This design comes from an exercise in tuning for small area and a short achievable clock period on the open sky130 flow, not from production work. The RTL was checked by simulation tests, not by an equivalence proof against the original design.

==> flow/design.v (excerpt) <==
module sx16_mc_ecc (
    input  wire        clk,
    input  wire        rst,           
    input  wire        ctl_rst,       
    input  wire        acc_valid,
    input  wire [1:0]  acc_op,        
    input  wire [1:0]  acc_sc,        
    input  wire [39:0] acc_addr,      
    input  wire [79:0] acc_word,      
    input  wire [63:0] acc_wdata,     
    input  wire [7:0]  acc_wmask,     
    input  wire        reg_we,
    input  wire        reg_re,
    input  wire [3:0]  reg_addr,
    input  wire [31:0] reg_wdata,
    output reg         res_valid,
    output reg  [79:0] res_word,
    output reg  [1:0]  res_status,    
    output reg  [3:0]  res_pos,       
    output reg  [2:0]  res_dev,       
    output reg         res_poison_wr,
    output reg         ev_erase,
    output reg  [1:0]  ev_erase_cause,
    output reg  [1:0]  ev_erase_sc,
    output reg  [2:0]  ev_erase_dev,
    output reg  [31:0] reg_rdata
);
==> flow/config.mk <==
export PLATFORM = sky130hd
export DESIGN_NAME = sx16_mc_ecc
export DESIGN_NICKNAME = sx16_mc_ecc
export VERILOG_FILES = /design/flow/design.v
export SDC_FILE = /design/flow/constraint.sdc
export NUM_CORES = 4
export LEC_CHECK = 0
export CAP_MARGIN = 20
export CORE_MARGIN = 2
export CORE_UTILIZATION = 40
export PLACE_DENSITY = 0.6
export SLEW_MARGIN = 20
==> flow/constraint.sdc <==
create_clock -name core_clock -period 26.0 [get_ports {clk}]
set_input_delay 5.2000 -clock core_clock [delete_from_list [all_inputs] [get_ports {clk}]]
set_output_delay 5.2000 -clock core_clock [all_outputs]
set_load 0.01 [all_outputs]
standard.sh (not shown) runs the stock make flow with config.mk's settings and CLKGATE_MAP_FILE= SYNTH_SCRIPT=/design/flow/synth_recipe.tcl, a recipe that flattens the netlist after the stock synthesis.
==> flow/flow/run.sh <==
#!/bin/bash
# Layout flow: the standard flow (standard.sh, run in this folder), with the
# standard synthesis unchanged and three changes to how the layout is made:
#  - the port buffers that global placement inserts are sky130_fd_sc_hd__buf_1
#    (buffer_ports otherwise picks sky130_fd_sc_hd__clkdlybuf4s50_1);
#  - clock tree synthesis clusters up to 30 sinks within 80 um per clkbuf_16 leaf buffer
#    and inserts no dummy loads (same clock, same sinks, fewer buffers);
#  - repair_timing keeps working until the setup slack reaches 16.3 ns instead of
#    stopping at 0 (same clock, same constraints; it only sizes and buffers more).
# Each make run's full output goes to its own log in this folder; ORFS keeps its
# per-step logs under orfs/logs.
set -euo pipefail
bash standard.sh synth > synth.log 2>&1
export BUFFER_PORTS_ARGS="-buffer_cell sky130_fd_sc_hd__buf_1"
export CTS_ARGS="-sink_clustering_enable -repair_clock_nets -dont_use_dummy_load -buf_list sky130_fd_sc_hd__clkbuf_16 -sink_clustering_size 30 -sink_clustering_max_diameter 80"
export SETUP_SLACK_MARGIN=16.3
bash standard.sh > layout.log 2>&1
The baseline finished clean.
Then changed:
--- a/flow/flow/run.sh
+++ b/flow/flow/run.sh
@@ -7,3 +7,3 @@
 #    and inserts no dummy loads (same clock, same sinks, fewer buffers);
-#  - repair_timing keeps working until the setup slack reaches 16.3 ns instead of
+#  - repair_timing keeps working until the setup slack reaches 16 ns instead of
 #    stopping at 0 (same clock, same constraints; it only sizes and buffers more).
@@ -15,3 +15,3 @@
 export CTS_ARGS="-sink_clustering_enable -repair_clock_nets -dont_use_dummy_load -buf_list sky130_fd_sc_hd__clkbuf_16 -sink_clustering_size 30 -sink_clustering_max_diameter 80"
-export SETUP_SLACK_MARGIN=16.3
+export SETUP_SLACK_MARGIN=16
 bash standard.sh > layout.log 2>&1
Effect: Synthesized area is unchanged. Global-route usage decreases by 0.31 points.
Then changed:
--- a/flow/flow/run.sh
+++ b/flow/flow/run.sh
@@ -5,3 +5,3 @@
 #    (buffer_ports otherwise picks sky130_fd_sc_hd__clkdlybuf4s50_1);
-#  - clock tree synthesis clusters up to 30 sinks within 80 um per clkbuf_16 leaf buffer
+#  - clock tree synthesis clusters up to 25 sinks within 60 um per clkbuf_16 leaf buffer
 #    and inserts no dummy loads (same clock, same sinks, fewer buffers);
@@ -14,3 +14,3 @@
 export BUFFER_PORTS_ARGS="-buffer_cell sky130_fd_sc_hd__buf_1"
-export CTS_ARGS="-sink_clustering_enable -repair_clock_nets -dont_use_dummy_load -buf_list sky130_fd_sc_hd__clkbuf_16 -sink_clustering_size 30 -sink_clustering_max_diameter 80"
+export CTS_ARGS="-sink_clustering_enable -repair_clock_nets -dont_use_dummy_load -buf_list sky130_fd_sc_hd__clkbuf_16 -sink_clustering_size 25 -sink_clustering_max_diameter 60"
 export SETUP_SLACK_MARGIN=16
Wire length rises by about 0.46%.
Area after synthesis stays the same.
First-iteration DRC count falls by about 0.4%.
Maximum frequency is about the same.
Clock skew rises by 22 ps.
Worst hold slack improves by 33 ps.
Then changed:
==> flow/flow/run.sh (replaced) <==
#!/bin/bash
# Layout flow: the standard flow (standard.sh, run in this folder), with the
# standard synthesis unchanged and two changes to how the layout is made:
#  - the port buffers that global placement inserts are sky130_fd_sc_hd__buf_1
#    (buffer_ports otherwise picks sky130_fd_sc_hd__clkdlybuf4s50_1);
#  - repair_timing keeps working until the setup slack reaches 16 ns instead of
#    stopping at 0 (same clock, same constraints; it only sizes and buffers more).
# Each make run's full output goes to its own log in this folder; ORFS keeps its
# per-step logs under orfs/logs.
set -euo pipefail
bash standard.sh synth > synth.log 2>&1
export BUFFER_PORTS_ARGS="-buffer_cell sky130_fd_sc_hd__buf_1"
export SETUP_SLACK_MARGIN=16
bash standard.sh > layout.log 2>&1
CTS_BUF_LIST = sky130_fd_sc_hd__clkbuf_8   (was not set)
The new run passed the timing, design-rule and antenna checks. Utilization climbs by 1.0 points. Design area climbs by 2.2%. Synthesized cell count stays the same.

-- re-timing with driven ports --
The results above use ideal ports. As a check the final layouts listed here were re-extracted and re-timed, cells and wires unchanged. Step 1, drivers: a clkbuf_16 drives clk and a buf_2 each remaining input, both assumed. Step 2 moves the port delays by t, midway between the first and last clock arrival at a register: inputs arrive t later, outputs are due t later. That takes back most of the time a late clock gives input paths. Slacks: no drivers / after step 1 / after step 2; pairs: no drivers / after step 1.
| run | t (ns) | slack for setup (ns) | hold slack, ns | latest minus earliest clock arrival (ns) | slew at the worst register clock pin (ns) |
|---|---|---|---|---|---|
| the first run | 0.643 | 16.405 / 16.331 / 16.974 | 0.331 / 0.331 / 0.331 | 0.073 / 0.073 | 0.12 / 0.12 |
| the second run | 0.641 | 16.097 / 16.025 / 16.665 | 0.329 / 0.329 / 0.329 | 0.075 / 0.075 | 0.12 / 0.12 |
| the third run | 0.626 | 16.096 / 16.027 / 16.653 | 0.362 / 0.362 / 0.362 | 0.092 / 0.092 | 0.09 / 0.09 |
| the fourth run | 0.738 | 16.132 / 16.066 / 16.803 | 0.395 / 0.395 / 0.395 | 0.063 / 0.063 | 0.08 / 0.08 |
After both steps every run listed still meets setup and hold.
